Context: an optimization exercise on an open-source flow, tuned for small area, a short achievable clock period and few clock cycles per item. The choices shown serve that exercise and are no tape-out recipe. At most, simulation tests tie the RTL to the original design; equivalence was not proved. No activity file was given, so power comes from the tool's default toggle rates.

// brimet_alu
module brimet_alu (
    input  wire        clk,
    input  wire        rst,
    input  wire        in_valid,
    input  wire [7:0]  in_op,
    input  wire [13:0] in_imm,
    input  wire [31:0] in_a,
    input  wire [7:0]  in_aq,
    input  wire [31:0] in_b,
    input  wire [7:0]  in_bq,
    input  wire [31:0] in_d,
    input  wire [7:0]  in_dq,
    output reg         out_valid,
    output reg  [31:0] out_val,
    output reg  [7:0]  out_q
);
==> flow/config.mk <==
export PLATFORM = sky130hd
export DESIGN_NAME = brimet_alu
export DESIGN_NICKNAME = brimet_alu
export VERILOG_FILES = /design/flow/design.v
export SDC_FILE = /design/flow/constraint.sdc
export NUM_CORES = 4
export LEC_CHECK = 0
export CAP_MARGIN = 0
export CORE_MARGIN = 2
export CORE_UTILIZATION = 62
export PLACE_DENSITY = 0.72
export SLEW_MARGIN = 0
export SYNTH_HIERARCHICAL = 1
export SYNTH_MINIMUM_KEEP_SIZE = 0
==> flow/constraint.sdc <==
create_clock -name core_clock -period 36.0 [get_ports {clk}]
set_input_delay 7.2000 -clock core_clock [delete_from_list [all_inputs] [get_ports {clk}]]
set_output_delay 7.2000 -clock core_clock [all_outputs]
set_load 0.01 [all_outputs]
standard.sh (not shown) runs the stock make flow with config.mk's settings and CLKGATE_MAP_FILE= SYNTH_SCRIPT=/design/flow/synth_recipe.tcl, a recipe that flattens the netlist after the stock synthesis.
==> flow/flow/run.sh <==
#!/bin/bash
# Standard ORFS layout of the design at the design's clock period and
# constraints. Changes: a larger setup margin for repair_timing, so that the
# resizer also works on paths well inside the clock period, and port buffers
# of a plain buffer cell (every input and output port still gets one).
set -euo pipefail
bash standard.sh SETUP_SLACK_MARGIN=27.78 'BUFFER_PORTS_ARGS=-buffer_cell sky130_fd_sc_hd__buf_1' finish > standard_flow.log 2>&1
Change:
--- a/flow/flow/run.sh
+++ b/flow/flow/run.sh
@@ -7 +7 @@
-bash standard.sh SETUP_SLACK_MARGIN=27.78 'BUFFER_PORTS_ARGS=-buffer_cell sky130_fd_sc_hd__buf_1' finish > standard_flow.log 2>&1
+bash standard.sh SETUP_SLACK_MARGIN=27.9 'BUFFER_PORTS_ARGS=-buffer_cell sky130_fd_sc_hd__buf_1' finish > standard_flow.log 2>&1
After rerunning:
- non-clock buffer count came out higher by 31
- combinational power came out higher by roughly a tenth
- routed wire length came out higher by a few percent
- sequential share of layout area came out lower by 0.20 points
- global-route usage came out higher by 0.62 points
- power came out higher by a little under a tenth
- worst hold slack improves by 0.0038 ns
- utilization came out higher by 0.83 points
- sequential power barely changes
Change:
--- a/flow/config.mk
+++ b/flow/config.mk
@@ -10,0 +11,2 @@
+export CTS_CLUSTER_DIAMETER = 60
+export CTS_CLUSTER_SIZE = 30
Effect: The changed run passed the timing, DRC and antenna checks; worst setup slack got worse by 0.062 ns; combinational power stays flat; power shrinks by 0.86%; flip-flop and latch count does not change; worst hold slack is about the same; final area shrinks by 0.43%; synthesized area does not change; final cell count shrinks by 0.54%; first-iteration DRC count grows by 5.4%; global-route usage is about the same.
No functional check of the RTL was part of any run of this note.

========
brimet_alu, a different RTL version from the one above (not shown whole).
Size: ~4800 cells after synthesis, ~190 I/O pins, roughly 0.041 mm² of cells after synthesis.
==> flow/config.mk <==
export PLATFORM = sky130hd
export DESIGN_NAME = brimet_alu
export DESIGN_NICKNAME = brimet_alu
export VERILOG_FILES = /design/flow/design.v
export SDC_FILE = /design/flow/constraint.sdc
export NUM_CORES = 4
export LEC_CHECK = 0
export CAP_MARGIN = 20
export CORE_MARGIN = 2
export CORE_UTILIZATION = 50
export SLEW_MARGIN = 20
export SYNTH_HIERARCHICAL = 1
export SYNTH_MINIMUM_KEEP_SIZE = 0
==> flow/constraint.sdc <==
create_clock -name core_clock -period 36.0 [get_ports {clk}]
set_input_delay 7.2000 -clock core_clock [delete_from_list [all_inputs] [get_ports {clk}]]
set_output_delay 7.2000 -clock core_clock [all_outputs]
set_load 0.01 [all_outputs]
==> flow/flow/run.sh <==
#!/bin/bash
# Standard ORFS layout of the design at the design's clock period and
# constraints. Changes: a larger setup margin for repair_timing, so that the
# resizer also works on paths well inside the clock period, and port buffers
# of a plain buffer cell (every input and output port still gets one).
set -euo pipefail
bash standard.sh SETUP_SLACK_MARGIN=27.9 'BUFFER_PORTS_ARGS=-buffer_cell sky130_fd_sc_hd__buf_1' finish > standard_flow.log 2>&1
Testbench counts at the start, summed over its fixed seeds: cycles 48,032, ops 48,000.
Change:
CORE_UTILIZATION = 62   (was 50)
PLACE_DENSITY = 0.72   (was unset)
After rerunning: Worst setup slack stays flat. Via count came out higher by about 1.8%. Wire length shrinks by about 1.6%. Non-clock buffer count climbs by 4. Final cell count fell by 3.4%. Final area falls by 0.34%. Die area went down by about 20%. Combinational power rose by about 5%. Sequential cell count does not change.

re-timing with driven ports:
The flow's constraints put no driver on any port. The routed layouts listed below were extracted and timed again, unchanged, in two steps.
Step 1 sets driving cells, clkbuf_16 on the clock port and buf_2 on the other inputs (assumed; they add their load-dependent delay and slew).
Step 2 moves the port delays by t, midway between the first and last clock arrival at a register: inputs arrive t later, outputs are due t later. That takes back most of the time a late clock gives input paths.
a / b / c = ideal ports / drivers / drivers and shift; a / b = the first two.
| run | t (ns) | slack for setup (ns) | worst register clock-pin slew, ns |
|---|---|---|---|
| the first run of note 1 | 0.636 | 27.788 / 27.720 / 27.894 | 0.07 / 0.07 |
| the second run of note 1 | 0.643 | 27.784 / 27.716 / 27.897 | 0.07 / 0.07 |
| the third run of note 1 | 0.671 | 27.722 / 27.657 / 27.896 | 0.10 / 0.10 |
| the first run of note 2 | 0.666 | 27.759 / 27.686 / 27.871 | 0.07 / 0.07 |
| the second run of note 2 | 0.665 | 27.760 / 27.692 / 27.858 | 0.07 / 0.07 |
After both steps every run listed still meets setup and hold.
